Background: an optimization exercise with open tools, aiming at small area, a short achievable clock period and few clock cycles. Do not read the settings as production practice.
In this exercise RTL edits were held to simulation tests only and were not proved equivalent to the original.
No activity file was given, so power comes from the tool's default toggle rates.

red:
// fondant_enc
module fondant_enc (
    input  wire        clk,
    input  wire        rst,
    input  wire        cfg_commit,
    input  wire [2:0]  cfg_mode,
    input  wire [4:0]  cfg_k,
    input  wire [4:0]  cfg_kmin,
    input  wire [4:0]  cfg_kmax,
    input  wire [11:0] cfg_target,
    input  wire        start,
    output wire        start_ready,
    input  wire [4:0]  s_depth,
    input  wire [1:0]  s_plane,
    input  wire [3:0]  s_rows_m1,
    input  wire [5:0]  s_cols_m1,
    input  wire        pix_valid,
    output wire        pix_ready,
    input  wire [15:0] pix_data,
    output reg         word_valid,
    output reg  [31:0] word_data,
    output reg         done,
    output wire [63:0] done_hdr,
    output wire [15:0] done_code
);
    function lt21;
        input [20:0] a;
        input [20:0] b;
        integer k;
        reg r;
        begin
            r = 1'b0;
            for (k = 0; k < 21; k = k + 1)
                r = (~a[k] & b[k]) | ((~a[k] | b[k]) & r);
            lt21 = r;
        end
    endfunction
    reg               bud_r;     
    reg        [4:0]  kq;        
    reg        [4:0]  kmin_r;    
    reg        [4:0]  kmax_r;
    reg        [11:0] tgt_r;
    reg signed [19:0] bal;       
    reg        [9:0]  bfrac;     
    reg               cmt1;      
    reg        sr;               
    reg        busy;             
    assign start_ready = sr;
    assign pix_ready   = 1'b1;
    wire       st_x = start & sr;
    wire       fin1, fin2, last_r;
    wire       sr_nx = ~st_x & (sr | (last_r & ~bud_r) | fin2);
    wire       bneg  = bal[19];
  ...
Settings: LEC_CHECK=0, ABC_AREA=1, CAP_MARGIN=20, CORE_MARGIN=2, CORE_UTILIZATION=65, PLACE_DENSITY=0.8, SLEW_MARGIN=20; clock period 36.0 ns.
standard.sh (not shown) runs the stock make flow with config.mk's settings and CLKGATE_MAP_FILE= SYNTH_SCRIPT=/design/flow/synth_recipe.tcl, a recipe that flattens the netlist after the stock synthesis.
==> flow/flow/run.sh <==
#!/bin/bash
# Standard ORFS layout (the standard.sh, same synthesis script and
# registers) with these changes, all passed as ORFS variables:
#  - synthesis: no separate full/half-adder mapping, and ABC maps for area
#    with amap (flow/abc_area.script, used through a copy of ORFS's scripts
#    folder in which only that file differs)
#  - ports buffered with buf_2 instead of the default delay buffer
#  - clock tree: larger sink clusters, no dummy loads
#  - timing repair asked to leave 27.6 ns of setup slack (the SDC is unchanged)
set -e
rm -rf scripts_amap
cp -r "$FLOW_HOME/scripts" scripts_amap
cp flow/abc_area.script scripts_amap/abc_area.script
export SCRIPTS_DIR="$PWD/scripts_amap"
export ADDER_MAP_FILE=
export BUFFER_PORTS_ARGS="-buffer_cell sky130_fd_sc_hd__buf_2"
export CTS_ARGS="-sink_clustering_enable -repair_clock_nets -dont_use_dummy_load -sink_clustering_size 24 -sink_clustering_max_diameter 80"
export SETUP_SLACK_MARGIN=27.6
bash standard.sh > standard.log 2>&1
==> flow/flow/abc_area.script <==
strash
dch
amap
topo
stime -c
buffer -c
upsize -c
dnsize -c
Testbench counts of red, summed over its fixed seeds: cycles 330,304.
What blue does differently from red at the input level:
==> flow/flow/run.sh <==
#!/bin/bash
# Standard ORFS layout (the standard.sh, same synthesis script and
# registers) with these changes, all passed as ORFS variables:
#  - synthesis: no separate full/half-adder mapping (ABC maps the adders)
#  - ports buffered with buf_2 instead of the default delay buffer
#  - clock tree: larger sink clusters, no dummy loads
#  - timing repair asked to leave 27.6 ns of setup slack (the SDC is unchanged)
export ADDER_MAP_FILE=
export BUFFER_PORTS_ARGS="-buffer_cell sky130_fd_sc_hd__buf_2"
export CTS_ARGS="-sink_clustering_enable -repair_clock_nets -dont_use_dummy_load -sink_clustering_size 24 -sink_clustering_max_diameter 80"
export SETUP_SLACK_MARGIN=27.6
bash standard.sh > standard.log 2>&1
removed: flow/flow/abc_area.script
Findings:
The run showing the greater die extent in x is blue. red → blue: area added between synthesis and finish saw a decrease, power saw an increase, first-pass GRT wire length saw an increase. For blue, the critical path launch point was code_o[14], unlike red, where it was cols_o[0]. red reports its uppermost metal layer occupied by signal nets as met5 while blue reports met4.

-- port drivers added, routing unchanged --
The results above use ideal ports. As a check the final layouts listed here were re-extracted and re-timed, cells and wires unchanged.
Step 1 sets driving cells, clkbuf_16 on the clock port and buf_2 on the other inputs (assumed; they add their load-dependent delay and slew).
Step 2 times the ports against the registers' clock, not the clock port: input delays grow and output delays shrink by t, the midpoint of the rising clock arrivals with the driver on.
Slacks: ideal / step 1 / step 2; pairs: ideal / step 1.
run | shift t [ns] | setup WS [ns] | hold WS [ns] | worst setup path at the end | latest minus earliest clock arrival (ns)
red | 0.698 | 27.644 / 27.578 / 27.394 | 0.327 / 0.327 / 0.327 | input to register | 0.118 / 0.118
blue | 0.728 | 27.643 / 27.565 / 27.500 | 0.332 / 0.332 / 0.332 | input to register | 0.081 / 0.081
After both steps setup and hold are still met in every run listed. For red, which loses most, drivers alone change the setup slack by -0.066 ns; drivers and shift together by -0.250 ns.
